What follows belongs to an exercise in optimizing a design on an open flow for small area; a production flow would make more cautious choices. Function was checked by simulation only, so behaviour that the tests miss may differ from the original. Power is estimated from default activity; no workload was simulated. The flow treats the clock pin as an ideal source, which a real chip does not have.

run A:
## zr_wheel
module zr_wheel (
    input  wire        clk,
    input  wire        rst_n,           
    input  wire        tick,
    input  wire        lol,
    input  wire        abort,
    input  wire        retune,
    input  wire        cmd_start,
    input  wire        cmd_stop,
    input  wire        cmd_home,
    input  wire        cfg_we,
    input  wire [2:0]  cfg_addr,
    input  wire [31:0] cfg_wdata,
    input  wire        seg_we,
    input  wire [3:0]  seg_widx,
    input  wire [31:0] seg_wword0,
    input  wire [31:0] seg_wword1,
    input  wire        load_commit,
    input  wire [5:0]  load_nseg,
    output reg  [31:0] ofs,
    output reg  [1:0]  state,
    output reg         gliding,
    output reg         pend,
    output reg         home_pend,
    output reg  [3:0]  seg,
    output reg  [15:0] pcnt,
    output reg  [15:0] underrun_cnt,
    output reg  [15:0] clip_cnt,
    output reg         ev_clip,
    output reg         ev_empty,
    output reg         ev_done,
    output reg         ev_glide,
    output reg         ev_underrun,
    output reg         ev_pause,
    output reg         ev_resume,
    output reg         ev_abort,
    output reg         ev_poison,
    output reg         ev_nostart
);
    localparam NSEG_MAX = 16;
    localparam [1:0] ST_IDLE    = 2'b00;
    localparam [1:0] ST_RUNNING = 2'b01;
    localparam [1:0] ST_PAUSED  = 2'b10;
    localparam [1:0] ST_HELD    = 2'b11;
    localparam [1:0] PH_START = 2'd0;    
    localparam [1:0] PH_SEG   = 2'd1;    
    localparam [1:0] PH_HOME  = 2'd2;    
    localparam [29:0] LIM_MAX = 30'd687194767;
    reg        lol_pol;         
    reg [15:0] periods;
    reg [31:0] anchor;
    reg [29:0] lim_neg;
    reg [29:0] lim_pos;
    reg [30:0] glide;
    wire running = state[0] ^ state[1];     
  ...
Size in the first run: roughly 6000 cells after synthesis, roughly 2100 flip-flops, ~220 I/O pins, roughly 86000 µm² of cells after synthesis.
Settings: LEC_CHECK=0, ABC_AREA=1, CAP_MARGIN=10, CORE_MARGIN=2, CORE_UTILIZATION=60, SLEW_MARGIN=10; clock period 15.0 ns.
standard.sh (not shown) runs the stock make flow with config.mk's settings and CLKGATE_MAP_FILE= SYNTH_SCRIPT=/design/flow/synth_recipe.tcl, a recipe that flattens the netlist after the stock synthesis.
==> flow/flow/run.sh <==
#!/bin/bash
# Standard ORFS layout with three changes:
#  - Yosys's ABC step uses flow/abc_area.script (area-oriented mapping with
#    choices) instead of ORFS's abc_area.script; nothing else in synthesis
#    changes, so the registers are those of the standard synthesis;
#  - ports are buffered with the smallest buffer;
#  - clock tree synthesis uses larger sink clusters and no dummy loads.
set -euo pipefail
here=$(pwd)
rm -rf "$here/scripts_local"
cp -r "$FLOW_HOME/scripts" "$here/scripts_local"
cp "$here/flow/abc_area.script" "$here/scripts_local/abc_area.script"
export SCRIPTS_DIR="$here/scripts_local"
export BUFFER_PORTS_ARGS="-buffer_cell sky130_fd_sc_hd__buf_1"
export CTS_ARGS="-sink_clustering_enable -repair_clock_nets -dont_use_dummy_load -sink_clustering_size 30 -sink_clustering_max_diameter 70"
bash standard.sh > "$here/standard.log" 2>&1
==> flow/flow/abc_area.script <==
strash
dch -f
map -a
&get -n
&dch -f
&nf -R 1000
&put
topo
stime -c
buffer -c
upsize -c
dnsize -c
Run A finished every step from synthesis to the final layout, and the layout passed the timing, DRC and antenna checks.
For run B, these inputs were changed with respect to run A:
-- flow/flow/run.sh --
<<< run A, line 14
export BUFFER_PORTS_ARGS="-buffer_cell sky130_fd_sc_hd__buf_1"
export CTS_ARGS="-sink_clustering_enable -repair_clock_nets -dont_use_dummy_load -sink_clustering_size 30 -sink_clustering_max_diameter 70"
bash standard.sh > "$here/standard.log" 2>&1
>>> run B, line 14
export BUFFER_PORTS_ARGS="-buffer_cell sky130_fd_sc_hd__buf_1"
export CTS_ARGS="-sink_clustering_enable -repair_clock_nets -dont_use_dummy_load -sink_clustering_size 25 -sink_clustering_max_diameter 100"
bash standard.sh > "$here/standard.log" 2>&1
-- flow/config.mk --
<<< run A, line 10
export CORE_MARGIN = 2
export CORE_UTILIZATION = 60
export SLEW_MARGIN = 10
>>> run B, line 10
export CORE_MARGIN = 2
export CORE_UTILIZATION = 70
export SLEW_MARGIN = 10
Die size: run B is under run A
Run B ended up with a higher number of vias per cell than run A did.
Summary of run B over run A: post-route met1 wirelength decreased 11000 µm, worst slew margin relative to its limit decreased by 2.7 points relative to the old numbers.
[inputs] run C vs run B
==> flow/flow/run.sh <==
#!/bin/bash
# Standard ORFS layout with two changes: ports are buffered with the smallest
# buffer, and clock tree synthesis uses larger sink clusters and no dummy loads.
set -euo pipefail
export BUFFER_PORTS_ARGS="-buffer_cell sky130_fd_sc_hd__buf_1"
export CTS_ARGS="-sink_clustering_enable -repair_clock_nets -dont_use_dummy_load -sink_clustering_size 30 -sink_clustering_max_diameter 100"
bash standard.sh > standard.log 2>&1
-- flow/config.mk --
<<< run B, line 8
export ABC_AREA = 1
export CAP_MARGIN = 10
export CORE_MARGIN = 2
export CORE_UTILIZATION = 70
export SLEW_MARGIN = 10
>>> run C, line 8
export ABC_AREA = 1
export CAP_MARGIN = 20
export CORE_MARGIN = 2
export CORE_UTILIZATION = 60
export SLEW_MARGIN = 20
removed: flow/flow/abc_area.script
==> comparison <==
Going from run B to run C, count of buffers not belonging to the clock network in the layout grows by 14. In the metrics for run B and run C, the one carrying the higher maximum cell stage delay along the critical path is run C. Compare run B and run C | final cycle utilization of the critical path lower: run C. Run C against run B: largest driver fanout on the critical path rose 5; met1 usage in global routing -3.1 points; global-route wire length before repair rose by about 13%; clock slew seen by the registers of the worst setup and hold paths now larger. In the metrics for run B and run C, the one carrying the lower met3 usage in global routing is run C. Note that the area of the die recorded for run B amounts to 0.817 times the value seen in run C.
[inputs] run D vs run C
==> flow/flow/run.sh <==
#!/bin/bash
# Standard ORFS layout with three changes:
#  - Yosys's ABC step uses flow/abc_area.script (area-oriented mapping with
#    choices) instead of ORFS's abc_area.script; nothing else in synthesis
#    changes, so the registers are those of the standard synthesis;
#  - ports are buffered with the smallest buffer;
#  - clock tree synthesis uses larger sink clusters and no dummy loads.
set -euo pipefail
here=$(pwd)
rm -rf "$here/scripts_local"
cp -r "$FLOW_HOME/scripts" "$here/scripts_local"
cp "$here/flow/abc_area.script" "$here/scripts_local/abc_area.script"
export SCRIPTS_DIR="$here/scripts_local"
export BUFFER_PORTS_ARGS="-buffer_cell sky130_fd_sc_hd__buf_1"
export CTS_ARGS="-sink_clustering_enable -repair_clock_nets -dont_use_dummy_load -sink_clustering_size 30 -sink_clustering_max_diameter 100"
bash standard.sh > "$here/standard.log" 2>&1
==> flow/flow/abc_area.script (new file) <==
strash
dch -f
map -a
&get -n
&dch -f
&nf -R 1000
&put
topo
stime -c
buffer -c
upsize -c
dnsize -c
--- outcome ---
Going from run C to run D, final-report max-slew violation count now sits at about the same level, initial antenna violation count now sits higher, met1 wire length now sits lower, cell area now sits lower. For signed area change from the synthesized netlist to the final layout, run D and run C come out practically identical. Delta (run D minus run C): aggregate routed wire length decreased by about 10% relative to the old numbers, number of buffers other than clock buffers in the final layout increased by 5 relative to the old numbers. Between run D and run C, the sequential cell area in the final layout does not differ in any meaningful way. The run showing the smaller combinational group share of total power is run C. Relative area of clock buffers and inverters in the final design across run D and run C: no real change. NOTE: worst-case setup margin in the final layout in run D falls short of that of run C.

==> port drivers added, routing unchanged <==
No port has a modelled driver above. Below, the same layouts with a new extraction and two added sets of constraints. Step 1, drivers: a clkbuf_16 drives clk and a buf_2 each remaining input, both assumed. Step 2 also shifts input and output timing later by t, the mid clock arrival at the registers, as if the neighbouring blocks saw the same clock. Three values: no drivers, after step 1, after step 2; two values: the first two.
| run | t, ns | slack for setup (ns) | worst slew at a driven data input, ns | cell pins on the clock port's net |
|---|---|---|---|---|
| run A | 0.814 | 1.129 / 1.129 / 1.129 | 0.15 | 1 |
| run B | 0.787 | 1.273 / 1.273 / 1.273 | 0.14 | 1 |
| run C | 0.791 | 2.310 / 2.310 / 2.310 | 0.07 | 1 |
| run D | 0.788 | 1.090 / 1.090 / 1.090 | 0.14 | 1 |
After both steps setup and hold are still met in every run listed.
